What follows belongs to an exercise in optimizing a design on an open flow for small area, a short achievable clock period and few clock cycles per item; a production flow would make more cautious choices. At most, simulation tests tie the RTL to the original design; equivalence was not proved. For run 1, only the layout was checked, not whether the RTL still works.

==> flow/design.v (outline; a module is shown in full before it is edited, if it fits) <==
// module serac_cascade: 3134 lines
module serac_cascade (
    input  wire        clk,
    input  wire        rst,         
    input  wire        cfg_we,
    input  wire [5:0]  cfg_addr,    
    input  wire [31:0] cfg_data,
    input  wire        clr_state,   
    input  wire        in_valid,
    output wire        in_ready,
    input  wire [31:0] in_x,
    output reg         out_valid,
    output reg  [31:0] out_y
);
  // ...
==> flow/flow/run.sh <==
#!/bin/bash
set -euo pipefail
R=$PWD/orfs/results/sky130hd/serac_cascade/base
bash standard.sh synth > synth.log 2>&1
python3 flow/fa_polarity.py $R/1_2_yosys.v $R/1_2_yosys.pol.v > fa_polarity.log 2>&1
cp $R/1_2_yosys.v $R/1_2_yosys.std.v
mv $R/1_2_yosys.pol.v $R/1_2_yosys.v
rm -f $R/1_synth.odb $R/1_synth.sdc
bash standard.sh SETUP_SLACK_MARGIN=15 \
    "BUFFER_PORTS_ARGS=-buffer_cell sky130_fd_sc_hd__buf_4" \
    finish > standard_flow.log 2>&1
==> flow/flow/fa_polarity.py <==
#!/usr/bin/env python3
"""Remove inverters between full adders in a flat sky130 gate netlist.

A full adder satisfies FA(~a, ~b, ~c) = ~FA(a, b, c) on both outputs. Each
fa cell may therefore be "flipped": its inputs and its outputs complemented.
The pass strips the removable inverters (inv_* cells whose output is not a
port or an assign operand), chooses the flips by local search so that as few
inversions as possible remain, and puts back one inverter per net that still
needs its complement. Registers and every other cell are left as they are.

usage: fa_polarity.py in.v out.v
"""
import re
import sys
from collections import defaultdict

OUT_PINS = {"X", "Y", "Q", "Q_N", "SUM", "COUT", "HI", "LO"}

src = open(sys.argv[1]).read()
m = re.search(r"\bmodule\s+(\S+)\s*\((.*?)\);", src, re.S)
ports = set(p.strip().lstrip("\\") for p in m.group(2).split(","))

inst_re = re.compile(r"^(\s*)(sky130_fd_sc_hd__\w+)\s+(\S+)\s*\((.*?)\);\s*$", re.S | re.M)
pin_re = re.compile(r"\.(\w+)\(\s*(.*?)\s*\)\s*(?:,|$)", re.S)

cells = []          # [type, name, {pin: net}, span]
for mt in inst_re.finditer(src):
    pins = dict(pin_re.findall(mt.group(4)))
    cells.append([mt.group(2), mt.group(3), pins, mt.span()])

def base(n):
    n = n.strip()
    n = re.sub(r"\[\d+\]$", "", n)
    return n.lstrip("\\").strip()

assign_nets = set()
for am in re.finditer(r"^\s*assign\s+(.*?);", src, re.S | re.M):
    for tok in re.findall(r"\\?[A-Za-z_$][\w$.\[\]\\]*(?:\s*\[\d+\])?", am.group(1)):
        assign_nets.add(tok.strip())

def is_port(n):
    return base(n) in ports

drv = {}
for i, (t, name, pins, _) in enumerate(cells):
    for p, n in pins.items():
        if p in OUT_PINS:
            drv[n] = (i, p)

def is_inv(t):
    return re.match(r"sky130_fd_sc_hd__(inv|clkinv)_\d+$", t) is not None

removable = set()
for i, (t, name, pins, _) in enumerate(cells):
    if is_inv(t) and t.endswith("inv_1"):
        y = pins["Y"]
        if not is_port(y) and y not in assign_nets and not y.startswith("\\"):
            removable.add(i)

def logical(n):
    """(source net, parity) following removable inverters."""
    par = 0
    seen = 0
    while n in drv and drv[n][0] in removable:
        n = cells[drv[n][0]][2]["A"]
        par ^= 1
        seen += 1
        if seen > 100:
            break
    return n, par

isfa = [t.startswith("sky130_fd_sc_hd__fa_") for (t, _, _, _) in cells]
XSWAP = {"sky130_fd_sc_hd__xor2_1": "sky130_fd_sc_hd__xnor2_1",
         "sky130_fd_sc_hd__xnor2_1": "sky130_fd_sc_hd__xor2_1"}
isx = [t in XSWAP for (t, _, _, _) in cells]     # output polarity may flip

# loads: (cell index, pin, source net, parity)
loads = []
for i, (t, name, pins, _) in enumerate(cells):
    if i in removable:
        continue
    for p, n in pins.items():
        if p in OUT_PINS:
            continue
        if not n or n.startswith("1'"):
            continue
        s, par = logical(n)
        if par == 0 and s == n:
            continue       # not through a removable inverter: leave alone,
                           # unless the cell is an fa (it may flip)
        loads.append((i, p, s, par))
# fa input pins that are not behind an inverter still matter if the fa flips
for i, (t, name, pins, _) in enumerate(cells):
    if i in removable or not isfa[i]:
        continue
    for p in ("A", "B", "CIN"):
        n = pins[p]
        s, par = logical(n)
        if par == 0 and s == n:
            loads.append((i, p, s, 0))
# loads of fa outputs that are not behind an inverter
fa_out_nets = {}
for i, (t, name, pins, _) in enumerate(cells):
    if isfa[i]:
        for p in ("SUM", "COUT"):
            fa_out_nets[pins[p]] = i
    if isx[i]:
        fa_out_nets[pins["X" if "X" in pins else "Y"]] = i
have = set((l[0], l[1]) for l in loads)
for i, (t, name, pins, _) in enumerate(cells):
    if i in removable:
        continue
    for p, n in pins.items():
        if p in OUT_PINS or (i, p) in have:
            continue
        if n in fa_out_nets:
            loads.append((i, p, n, 0))
# ports / assigns driven by fa outputs can not change polarity: pin the fa
pinned = set()
for n, i in fa_out_nets.items():
    if is_port(n) or n in assign_nets:
        pinned.add(i)
# constants feeding fa inputs: the fa may still flip (use the other constant)

def src_fa(s):
    d = drv.get(s)
    if d and (isfa[d[0]] or isx[d[0]]):
        return d[0]
    return None

by_src = defaultdict(list)
for li, (i, p, s, par) in enumerate(loads):
    by_src[s].append(li)
cell_srcs = defaultdict(set)
for s, lis in by_src.items():
    g = src_fa(s)
    if g is not None:
        cell_srcs[g].add(s)
    for li in lis:
        i = loads[li][0]
        if isfa[i]:
            cell_srcs[i].add(s)

phi = [0] * len(cells)

def need(li):
    i, p, s, par = loads[li]
    r = par
    if isfa[i]:
        r ^= phi[i]
    g = src_fa(s)
    if g is not None:
        r ^= phi[g]
    return r

def cost_src(s):
    if s.startswith("1'"):
        return 0
    return 1 if any(need(li) for li in by_src[s]) else 0

def total():
    return sum(cost_src(s) for s in by_src)

import random
random.seed(1)
before = total()
flippable = [f for f in range(len(cells)) if (isfa[f] or isx[f]) and f not in pinned]
cur = before
best = cur
best_phi = list(phi)
T = 2.0
steps = 60 * len(flippable)
passes = 0
for it in range(steps):
    f = random.choice(flippable)
    ss = cell_srcs[f]
    c0 = sum(cost_src(x) for x in ss)
    phi[f] ^= 1
    c1 = sum(cost_src(x) for x in ss)
    d = c1 - c0
    if d <= 0 or random.random() < pow(2.718, -d / T):
        cur += d
        if cur < best:
            best = cur
            best_phi = list(phi)
    else:
        phi[f] ^= 1
    T = max(0.02, 2.0 * (1 - it / steps))
phi = best_phi
# final greedy cleanup
improved = True
while improved:
    improved = False
    passes += 1
    for f in flippable:
        ss = cell_srcs[f]
        c0 = sum(cost_src(x) for x in ss)
        phi[f] ^= 1
        c1 = sum(cost_src(x) for x in ss)
        if c1 < c0:
            improved = True
        else:
            phi[f] ^= 1
after = total()

# rebuild
newpins = {}
inv_for = {}
extra = []
k = 0
for li, (i, p, s, par) in enumerate(loads):
    r = need(li)
    if r == 0:
        newpins[(i, p)] = s
    else:
        if s.startswith("1'"):
            newpins[(i, p)] = "1'h1" if s.endswith("0") else "1'h0"
            continue
        if s not in inv_for:
            k += 1
            nn = "_fapol_%d_" % k
            inv_for[s] = nn
            extra.append((s, nn))
        newpins[(i, p)] = inv_for[s]

out = []
pos = 0
for i, (t, name, pins, span) in enumerate(cells):
    out.append(src[pos:span[0]])
    pos = span[1]
    if i in removable:
        continue
    ren = {}
    if isx[i] and phi[i]:
        t = XSWAP[t]
        ren = {"X": "Y", "Y": "X"}
    body = []
    for p, n in pins.items():
        p = ren.get(p, p) if p in ("X", "Y") else p
        body.append("    .%s(%s )" % (p, newpins.get((i, ren.get(p, p) if ren else p), n)))
    out.append("  %s %s (\n%s\n  );" % (t, name, ",\n".join(body)))
rest = src[pos:]
decl = "".join("  wire %s;\n" % nn for (_, nn) in extra)
insts = "".join("  sky130_fd_sc_hd__inv_1 _fapol_inv_%d_ (\n    .A(%s ),\n    .Y(%s )\n  );\n"
                % (j + 1, s, nn) for j, (s, nn) in enumerate(extra))
rest = rest.replace("endmodule", insts + "endmodule", 1)
text = "".join(out) + rest
# declare new wires after the module header
text = re.sub(r"(\bmodule\s+\S+\s*\(.*?\);\n)", lambda mm: mm.group(1) + decl, text, count=1, flags=re.S)
open(sys.argv[2], "w").write(text)
nflip = sum(phi)
sys.stderr.write("fa_polarity: %d removable inverters, %d -> %d needed, %d fa flipped, %d passes\n"
                 % (len(removable), before, after, nflip, passes))
==> flow/standard.sh <==
#!/bin/bash
# synth_recipe.tcl (not shown) runs the flow's synth.tcl, then flattens the netlist and writes it again
# the make line also repeats each setting of config.mk as NAME=value (left out here)
make -C /OpenROAD-flow-scripts/flow DESIGN_CONFIG=/design/flow/config.mk WORK_HOME=/design/flow/orfs CLKGATE_MAP_FILE= SYNTH_SCRIPT=/design/flow/synth_recipe.tcl "${@:-finish}"
==> flow/config.mk <==
export PLATFORM = sky130hd
export DESIGN_NAME = serac_cascade
export DESIGN_NICKNAME = serac_cascade
export VERILOG_FILES = /design/flow/design.v
export SDC_FILE = /design/flow/constraint.sdc
export NUM_CORES = 8
export LEC_CHECK = 0
export CAP_MARGIN = 20
export CORE_MARGIN = 2
export CORE_UTILIZATION = 40
export PLACE_DENSITY = 0.6
export SETUP_SLACK_MARGIN = 0.5
export SLEW_MARGIN = 20
==> flow/constraint.sdc <==
create_clock -name core_clock -period 20.0 [get_ports {clk}]
set_input_delay 4.0000 -clock core_clock [delete_from_list [all_inputs] [get_ports {clk}]]
set_output_delay 4.0000 -clock core_clock [all_outputs]
set_load 0.01 [all_outputs]
==> reports/metrics.yaml, run 1 <==
met3WireLength_um: 130000
fillers: 50000
clockRootBuffer: "clkbuf_16"
grtUsageMet1: 0.399
cts.sinks: 3172
place_congestion: 0.974
grt_overflow_total: 0
rsz0062_at_grt: "true"
clockBufferDepth: 4
grt.met3_usage: 0.118
first_global_vias: 175000
drtAntennaViolNets: 0
seq_area_mm2: 0.0851
layout_min_cycle_time_ns: 5.65
highest_layer: "met5"
fp.dieArea_mm2: 0.562
required_ns: 16.00
final_area_mm2: 0.249
skew_ns: 0.0771
worst-setup-path-type: "register to primary output"
max_freq_mhz: 177
cap_violations: 0
fp.dieW_um: 749
h-tree-depth: 5
cp-start-kind: "register"
wl_met1_um: 333000
r2r-start: "s1_B[7]"
drt-total-wl_um: 933000
min_from: "secC[0]"
post-place-ws_ns: 11.95
crit_end: "out_y[4]"
period_share: 0.283
dr.pass1.iters: 9
grt_usage: 0.324
clk_latency_ns: 1.02
status: "complete, no violations"
tritoncts: "built"
grt_antenna_before_repair: 81
final_hold_viol_count: 0
diodes: 145
slew_violations: 0
layout.cells.non_filler: 26000
==> inputs of run 2 (changes only) <==
--- a/flow/design.v
+++ b/flow/design.v
@@ -139,17 +139,18 @@
             last_sec <= wd_r[2:0];
     end
     reg         ph;                 
     reg  [1:0]  busy;               
     reg  [2:0]  nsec0, nsec1;       
     reg  [1:0]  cnt;                
     reg         inbuf_v;
     reg  [31:0] inbuf_x;
-    reg         in_ready_r;
+    reg         in_ready_r;         
+    reg         in_ready_o;         
     reg         vA, lastA;
     reg  [2:0]  secA;
     reg  [7:0]  ohA;                
     reg  [47:0] xd_A;               
     reg  [31:0] b0_A;
     reg         vB, lastB;
     reg  [2:0]  secB;
     reg  [7:0]  ohB;
@@ -162,17 +163,17 @@
     reg  [47:0] yd_C;               
     reg  [125:0] w1_C;              
     reg  [123:0] w2_C;              
     reg  [31:0] a1_C, a2_C;
     reg         vD;
     reg  [2:0]  secD;
     reg  [125:0] v1_D;              
     reg  [123:0] v2_D;              
-    assign in_ready = in_ready_r;
+    assign in_ready = in_ready_o;
     wire [527:0] ppa;
     wire [15:0]  ppa_n;
     genvar g;
     generate
         for (g = 0; g < 16; g = g + 1) begin : g_ppa
             assign ppa[33*g +: 33] = pprow(xd_A[3*g +: 3], b0_A);
             assign ppa_n[g] = xd_A[3*g+2];
         end
@@ -3073,30 +3074,32 @@
     wire inbuf_next = (inbuf_v | accept) & ~start;
     always @(posedge clk) begin
         if (rst) begin
             ph         <= 1'b0;
             busy       <= 2'b00;
             cnt        <= 2'd3;
             inbuf_v    <= 1'b0;
             in_ready_r <= 1'b1;
+            in_ready_o <= 1'b1;
             vA         <= 1'b0;
             vB         <= 1'b0;
             vC         <= 1'b0;
             vD         <= 1'b0;
             out_valid  <= 1'b0;
         end else begin
             ph         <= ~ph;
             if (issue) begin
                 if (nt) busy[1] <= ~last_n;
                 else    busy[0] <= ~last_n;
             end
             cnt        <= start ? 2'd0 : (cnt == 2'd3 ? 2'd3 : cnt + 2'd1);
             inbuf_v    <= inbuf_next;
             in_ready_r <= ~inbuf_next;
+            in_ready_o <= ~inbuf_next;
             vA         <= issue;
             vB         <= vA;
             vC         <= vB;
             vD         <= vC;
             out_valid  <= vB & lastB;
         end
     end
     always @(posedge clk) begin
@@ -3123,12 +3126,11 @@
         yd_C  <= sel0 ? yd1 : yd0;
         w1_C  <= w1_cs;
         w2_C  <= w2_cs;
         a1_C  <= rd32(ohB, a1v);
         a2_C  <= rd32(ohB, a2v);
         secD  <= secC;
         v1_D  <= v1_cs;
         v2_D  <= v2_cs;
-        if (vB && lastB)
-            out_y <= y;
+        out_y <= y;
     end
 endmodule
==> flow/flow/run.sh (replaced) <==
#!/bin/bash
set -euo pipefail
R=$PWD/orfs/results/sky130hd/serac_cascade/base
bash standard.sh synth > synth.log 2>&1
python3 flow/fa_polarity.py $R/1_2_yosys.v $R/1_2_yosys.pol.v > fa_polarity.log 2>&1
cp $R/1_2_yosys.v $R/1_2_yosys.std.v
mv $R/1_2_yosys.pol.v $R/1_2_yosys.v
rm -f $R/1_synth.odb $R/1_synth.sdc
bash standard.sh SETUP_SLACK_MARGIN=15 \
    "BUFFER_PORTS_ARGS=-buffer_cell sky130_fd_sc_hd__buf_4" \
    CTS_CLUSTER_SIZE=30 CTS_CLUSTER_DIAMETER=80 \
    finish > standard_flow.log 2>&1
==> run 2 against run 1 <==
  * Still clean on timing, DRC and antenna
  * Fmax fell by 0.70%
  * Non-clock buffer count down 52
  * First-iteration DRC count up 8.6%
  * Sequential cell count fell by 17
  * Wire length shrank 1.0%
  * Worst hold slack better by 0.0091 ns
  * Clock skew grew 0.056 ns
  * Design area down 3.0%
  * Register-to-register slack got worse by 0.04 ns
  * Critical path depth unchanged
==> reports/metrics.yaml, run 2 <==
status: "complete, no violations"
fp.dieH_um: 747
required_ns: 16.00  # about the same
num_io_pins: 109
crit_chain: "buf_6"
cap_violations: 0  # unchanged
critPathBufInv: 1
grt_pass1_wl_um: 1300000
place_congestion: 1.03  # +5.6%
layout_commonest_cell: "a22oi_1"
synth_area_mm2: 0.221
start_util: 0.402
crit_family: "flip-flops"
grt_usage: 0.322  # -0.00172
clockBufferDepth: 4  # unchanged
synthCells: 18800
period_share: 0.285  # +0.00199
layout_min_cycle_time_ns: 5.69  # +0.0397 ns
drive_above_1_share: 0.107
dr.pass1.iters: 7  # -2
place_hpwl_um: 581000
hold_buffers: 0
setup_tns_ns: 0
max_freq_mhz: 176  # -0.70%
drcViolationCount: 0
regMostFlops: "s1r"
skew_ns: 0.133  # +0.0558 ns
worstMarginPinSlew_ns: 1.32
first_global_vias: 172000  # -1.6%
core_mm2: 0.550
seq_area_mm2: 0.0845  # -0.64%
synth_nets: 21800
drtAntennaViolNets: 0  # unchanged
grt_max_degree: 64
cpPeakStageDelay_ns: 0.55
port-buffer-count: 108
worst-setup-path-type: "register to primary output"
nets: 21000
numCtsBuffers: 176
max-slew-margin-rel: 0.118
holdCritPathClass: "register to register"
grt_overflow_total: 0  # unchanged
grt_antenna_before_repair: 87  # +7.4%
cts.clk_slew.worst_paths_ns: 0.11
drt-total-wl_um: 923000  # -1.0%
setup_violations: 0
tritoncts: "built"
crit_arrival_ns: 1.69
fillers: 50200  # +0.31%
slew_violations: 0  # unchanged
wl_per_cell_um: 36.3
clk_latency_ns: 1.04  # +0.02 ns
multi_input_area_mm2: 0.131
clockRootBuffer: "clkbuf_16"
drt_iter0_drc: 26000
rsz0062_at_grt: "true"
cp-start-kind: "register"
viasPerCell: 6.59
row_count: 272
fp.dieW_um: 747  # -0.29%
area_growth_pct: 9.21
final_hold_viol_count: 0  # unchanged
h-tree-depth: 4  # -1
final_cell_mix: "3407 x a22oi_1, 2413 x fa_1, 2086 x edfxtp_1"
crit_slowest_cell: "dfxtp_4"
yosysWarnings: 1
cts.sinks: 3155  # -0.54%
cp-end-kind: "primary output"
largest_reg_flops: 376
critPathMaxFanout: 2
reg_top3: "s1r x376, s2r x368"
fp.dieArea_mm2: 0.558  # -0.57%
vias: 168000
synth.avg_cell_area_um2: 11.8
-- run 2: worst paths after layout --
path              startpoint        end  slack (ns)  cells after the start
setup / recovery    yd_C[41]  out_y[27]       14.31                      1
setup reg to reg    p0_B[81]   xd_A[19]       14.75                     16
hold / removal         lastA      lastB        0.33                      0
hold reg to reg        lastA      lastB        0.33                      0
-- run 2: what timing repair did --
item | in CTS | in global routing
gates cloned | 5 | 2
setup buffers | 120 | 47
gates resized for setup | 542 | 288
pin swaps | 61 | 80
endpoints found under the setup margin | 876 | 542
-- run 2: worst reg2reg max path, cell delays in order, from the launching register on --
cell and delay (ns):
dfxtp_2 0.34, fa_1 0.53, ha_4 0.30, buf_6 0.11, and4_1 0.29, nand3_1 0.17
a21oi_1 0.45, nor2_1 0.08, o21ai_0 0.23, xor2_1 1.04, a21oi_1 0.25, mux2i_1 0.40
mux2i_1 0.24, inv_1 0.23, nor3_1 0.11, o21ai_0 0.24, o221ai_2 0.11
-- run 2: metal layers --
layer	wire length, um	vias to the layer above	track usage
met4	72300	52	0.201
met5	322	-	0.000425
met2	385000	13600	0.465
met1	337000	85700	0.414
li1	-	65300	-
met3	129000	3227	0.111
-- run 2: area by class of cell --
class                      count  area share
antenna                       60    0.000622
multi-input combinational  13200       0.542
tap                         7261      0.0376
sequential                  3155       0.350
timing repair buffer         863      0.0329
clock inverter                95     0.00687
clock buffer                 230      0.0196
inverter                     643      0.0104
-- run 2: per-stage QoR --
stage	cell area (um2)	util	hold slack [ns]	setup WS, ns	std cells
final	241000	0.439	0.334	14.31	25500
after global routing	241000	0.439	0.341	14.32	25400
after CTS	239000	0.435	0.337	14.28	25400
after detailed placement	229000	0.417	0.313	12.48	24900
after global placement	229000	0.417	0.310	12.50	24900
after floorplan	221000	-	0.310	14.13	18800
Testbench counts of run 2, summed over its fixed seeds: cycles 18,610, items 3,840.
==> inputs of run 3 (changes only) <==
--- a/flow/flow/run.sh
+++ b/flow/flow/run.sh
@@ -9,4 +9,4 @@
 bash standard.sh SETUP_SLACK_MARGIN=15 \
     "BUFFER_PORTS_ARGS=-buffer_cell sky130_fd_sc_hd__buf_4" \
-    CTS_CLUSTER_SIZE=30 CTS_CLUSTER_DIAMETER=80 \
+    CTS_CLUSTER_SIZE=22 CTS_CLUSTER_DIAMETER=60 \
     finish > standard_flow.log 2>&1
==> run 3 against run 2 <==
  * Sequential cell count is the same
  * Final cell count increased by 0.84%
  * Global-route usage rose by 0.086 points
  * Die area stayed put
  * Critical path depth stayed put
  * Worst hold slack lost 0.0012 ns
  * Utilization rose by 0.78 points
  * Clock-buffer cell count is 88 higher
  * Setup slack improved by 0.028 ns
  * Highest routed layer unchanged
==> reports/metrics.yaml, run 3 <==
cts.clk_slew.worst_paths_ns: 0.08  # -0.03 ns
clk_latency_ns: 1.02  # -0.02 ns
first_global_vias: 173000  # +0.72%
final_hold_viol_count: 0  # unchanged
slew_violations: 0  # unchanged
largest_reg_flops: 376  # unchanged
cts.sinks: 3155  # unchanged
grt_overflow_total: 0  # unchanged
layout_min_cycle_time_ns: 5.66  # -0.0278 ns
drt-total-wl_um: 927000  # +0.39%
r2r-start: "p0_B[21]"
layout_commonest_cell: "a22oi_1"
grt_antenna_before_repair: 86  # -1.1%
max_freq_mhz: 177  # +0.49%
cpPeakStageDelay_ns: 0.55  # about the same
place_hpwl_um: 581000  # unchanged
grt_pass1_wl_um: 1300000  # +0.30%
setup_tns_ns: 0  # unchanged
setup_violations: 0  # unchanged
tritoncts: "built"
yosysWarnings: 1  # unchanged
wl_per_cell_um: 36.1  # -0.45%
fp.dieH_um: 747  # unchanged
max-slew-margin-rel: 0.187  # +0.0690
num_io_pins: 109  # unchanged
fp.dieArea_mm2: 0.558  # unchanged
drcViolationCount: 0  # unchanged
met2WireLength_um: 384000  # -0.24%
critPathMaxFanout: 2  # unchanged
worst-setup-path-type: "register to primary output"
cap_violations: 0  # unchanged
crit_family: "flip-flops"
status: "complete, no violations"
synth_area_mm2: 0.221  # unchanged
met3WireLength_um: 134000  # +3.5%
drive_above_1_share: 0.122  # +0.0147
final_cell_mix: "3409 x a22oi_1, 2413 x fa_1, 2086 x edfxtp_1"
skew_ns: 0.0718  # -0.0611 ns
place_congestion: 1.03  # unchanged
area_growth_pct: 11.1
dr.pass1.iters: 8  # +1
period_share: 0.283  # -0.00139
regMostFlops: "s1r"
synthCells: 18800  # unchanged
grt_max_degree: 64  # unchanged
row_count: 272  # unchanged
reg_top3: "s1r x376, s2r x368"
vias: 169000  # +0.66%
viasPerCell: 6.58  # -0.18%
clockRootBuffer: "clkbuf_16"
crit_chain: "buf_6"
numCtsBuffers: 283  # +61%
h-tree-depth: 5  # +1
reg2reg_slack_ns: 14.80  # +0.05 ns
synth.avg_cell_area_um2: 11.8  # unchanged
min_from: "secC[0]"
grt_usage: 0.323  # +0.000859
start_util: 0.402  # unchanged
critPathBufInv: 1  # unchanged
rsz0062_at_grt: "true"
required_ns: 16.00  # about the same
nets: 21100  # +0.61%
holdCritPathClass: "register to register"
startpoint: "yd_C[41]"
port-buffer-count: 108  # unchanged
highest_layer: "met5"
cp-end-kind: "primary output"
wl_met1_um: 335000  # -0.51%
drtAntennaViolNets: 0  # unchanged
crit_slowest_cell: "dfxtp_4"
drt_iter0_drc: 25900  # -0.092%
cp-start-kind: "register"
core_mm2: 0.550  # unchanged
synth_nets: 21800  # unchanged
worstMarginPinSlew_ns: 1.21  # -0.108 ns
fin_hold_ws_ns: 0.332  # -0.00123 ns
fp.dieW_um: 747  # unchanged
fillers: 49800  # -0.76%
clockBufferDepth: 4  # unchanged
crit_arrival_ns: 1.66  # -0.03 ns
run 3: per-stage QoR:
stage / util / instance area (um2) / setup slack [ns] / cells
after floorplan: - / 221000 / 14.13 / 18800
after global placement: 0.417 / 229000 / 12.50 / 24900
after detailed placement: 0.417 / 229000 / 12.48 / 24900
after CTS: 0.442 / 243000 / 14.29 / 25600
after global routing: 0.447 / 245000 / 14.31 / 25600
final: 0.447 / 246000 / 14.34 / 25700
run 3: final timing paths:
path,endpoint,depth (start not counted)
max,out_y[27],1
min reg2reg,secD[0],0
min,secD[0],0
max reg2reg,xd_A[30],16
run 3: layout make-up:
class,instances,area [um2],area share
Multi-Input combinational cell,13200,131000,0.534
Clock inverter,204,2590,0.0106
Clock buffer,318,7490,0.0305
Inverter,643,2510,0.0102
Antenna cell,55,138,0.000560
Sequential cell,3155,84500,0.344
Timing Repair Buffer,885,8180,0.0333
Tap cell,7261,9080,0.0370
run 3: per-layer routing:
layer  vias up  global-route usage
met5         -            0.000765
li1      65700                   -
met1     86000               0.411
met3      3381               0.119
met4        58               0.202
met2     13800               0.465
run 3: what timing repair did:
item | 4_1_cts | 5_1_grt
cloned | 6 | 3
endpoints found under the setup margin | 866 | 594
hold buffers | 0 | 0
pin swaps | 63 | 99
gates resized for setup | 531 | 398
buffers inserted | 121 | 66
==> inputs of run 4 (changes only) <==
--- a/flow/flow/run.sh
+++ b/flow/flow/run.sh
@@ -9,4 +9,4 @@
 bash standard.sh SETUP_SLACK_MARGIN=15 \
     "BUFFER_PORTS_ARGS=-buffer_cell sky130_fd_sc_hd__buf_4" \
-    CTS_CLUSTER_SIZE=22 CTS_CLUSTER_DIAMETER=60 \
+    CTS_CLUSTER_SIZE=30 CTS_CLUSTER_DIAMETER=80 \
     finish > standard_flow.log 2>&1
==> run 4 against run 3 <==
  * Final cell count is 0.83% lower
  * First-iteration DRC count hardly changed
  * Largest cell class unchanged
  * Highest routed layer unchanged
==> reports/metrics.yaml, run 4 <==
fp.dieW_um: 747  # unchanged
place_congestion: 1.03  # unchanged
fp.dieArea_mm2: 0.558  # unchanged
yosysWarnings: 1  # unchanged
viasPerCell: 6.59  # +0.18%
cts.clk_slew.worst_paths_ns: 0.11  # +0.03 ns
critPathMaxFanout: 2  # unchanged
cp-end-kind: "primary output"
drt_iter0_drc: 26000  # +0.093%
dr.pass1.iters: 7  # -1
cap_violations: 0  # unchanged
fillers: 50200  # +0.76%
setup_tns_ns: 0  # unchanged
start_util: 0.402  # unchanged
crit_arrival_ns: 1.69  # +0.03 ns
required_ns: 16.00  # about the same
tritoncts: "built"
clockRootBuffer: "clkbuf_16"
fin_hold_ws_ns: 0.334  # +0.00123 ns
largest_reg_flops: 376  # unchanged
grt_pass1_wl_um: 1300000  # -0.30%
synth.avg_cell_area_um2: 11.8  # unchanged
layout.cells.non_filler: 25500  # -0.83%
cpPeakStageDelay_ns: 0.55  # about the same
cts.sinks: 3155  # unchanged
multi_input_area_mm2: 0.131  # -0.28%
crit_family: "flip-flops"
fp.dieH_um: 747  # unchanged
layout_commonest_cell: "a22oi_1"
max-slew-margin-rel: 0.118  # -0.0690
clockBufferDepth: 4  # unchanged
place_hpwl_um: 581000  # unchanged
first_global_vias: 172000  # -0.71%
crit_chain: "buf_6"
regMostFlops: "s1r"
rsz0062_at_grt: "true"
crit_slowest_cell: "dfxtp_4"
synthCells: 18800  # unchanged
drtAntennaViolNets: 0  # unchanged
grt_usage: 0.322  # -0.000859
vias: 168000  # -0.66%
worst-setup-path-type: "register to primary output"
grt_overflow_total: 0  # unchanged
core_mm2: 0.550  # unchanged
row_count: 272  # unchanged
setup_violations: 0  # unchanged
grt_antenna_before_repair: 87  # +1.2%
drive_above_1_share: 0.107  # -0.0147
seq_area_mm2: 0.0845  # about the same
synth_area_mm2: 0.221  # unchanged
clk_latency_ns: 1.04  # +0.02 ns
period_share: 0.285  # +0.00139
drt-total-wl_um: 923000  # -0.39%
layout_min_cycle_time_ns: 5.69  # +0.0278 ns
reg2reg_slack_ns: 14.75  # -0.05 ns
status: "complete, no violations"
max_freq_mhz: 176  # -0.49%
num_io_pins: 109  # unchanged
worstMarginPinSlew_ns: 1.32  # +0.108 ns
wl_per_cell_um: 36.3  # +0.45%
place_inst: 24900  # unchanged
final_hold_viol_count: 0  # unchanged
cp-start-kind: "register"
h-tree-depth: 4  # -1
nets: 21000  # -0.61%
synth_nets: 21800  # unchanged
port-buffer-count: 108  # unchanged
slew_violations: 0  # unchanged
holdCritPathClass: "register to register"
skew_ns: 0.133  # +0.0611 ns
critPathBufInv: 1  # unchanged
final_cell_mix: "3407 x a22oi_1, 2413 x fa_1, 2086 x edfxtp_1"
numCtsBuffers: 176  # -38%
grt_max_degree: 64  # unchanged
reg_top3: "s1r x376, s2r x368"
drcViolationCount: 0  # unchanged
area_growth_pct: 9.21
==> run 4: worst reg2reg max path, delay by kind of cell, from the launching register on <==
family          cells  cell delay, ns
compound gates      5            1.28
xor+xnor            1            1.04
fa+ha+maj           2            0.83
buf+inv             2            0.34
flops               1            0.34
mux                 2            0.64
simple gates        4            0.65
==> run 4: layout make-up <==
class,instances,share of cell area
tap,7261,0.0376
antenna,60,0.000622
inverter,643,0.0104
clock inverter,95,0.00687
multi-input combinational,13200,0.542
sequential,3155,0.350
clock buffer,230,0.0196
timing repair buffer,863,0.0329
==> run 4: metrics by stage <==
step | instance area [um2] | util | setup slack, ns
final | 241000 | 0.439 | 14.31
after floorplan | 221000 | - | 14.13
after CTS | 239000 | 0.435 | 14.28
after detailed placement | 229000 | 0.417 | 12.48
after global placement | 229000 | 0.417 | 12.50
after global routing | 241000 | 0.439 | 14.32
==> run 4: worst paths after layout <==
| path | start | end | cells past startpoint |
|---|---|---|---|
| worst max-delay path | yd_C[41] | out_y[27] | 1 |
| worst min-delay path | lastA | lastB | 0 |
| worst max register to register | p0_B[81] | xd_A[19] | 16 |
| worst min register to register | lastA | lastB | 0 |
==> run 4: timing repair <==
| action | in CTS | in global routing |
|---|---|---|
| setup endpoints to repair | 876 | 542 |
| pin swaps | 61 | 80 |
| cloned | 5 | 2 |
| gates resized for setup | 542 | 288 |
| hold buffers | 0 | 0 |
| buffers inserted | 120 | 47 |
==> run 4: metal layers <==
metal / up-vias / track usage / routed length [um]
met3: 3227 / 0.111 / 129000
met2: 13600 / 0.465 / 385000
met5: - / 0.000425 / 322
li1: 65300 / - / -
met4: 52 / 0.201 / 72300
met1: 85700 / 0.414 / 337000

-- what the ideal ports hide --
The flow's constraints put no driver on any port. The routed layouts listed below were extracted and timed again, unchanged, in two steps. Step 1 assumes that a clkbuf_16 drives the clock port and a buf_2 every other input. Step 2 times the ports against the registers' clock, not the clock port: input delays grow and output delays shrink by t, the midpoint of the rising clock arrivals with the driver on. a / b / c = ideal / step 1 / step 2; a / b = the first two.
run	t (ns)	setup slack, ns	worst register clock-pin slew, ns	worst slew at a driven data input, ns	cell pins on the clock port's net
run 1	1.116	14.347 / 14.215 / 13.769	0.08 / 0.08	0.08	1
run 2	1.085	14.307 / 14.191 / 13.763	0.12 / 0.12	0.06	1
run 3	1.098	14.335 / 14.217 / 13.752	0.09 / 0.09	0.06	1
run 4	1.085	14.307 / 14.191 / 13.763	0.12 / 0.12	0.06	1
After both steps every run listed still meets setup and hold. The setup slack of run 3, which loses most, moves by -0.118 ns with the drivers and by -0.583 ns with both steps.
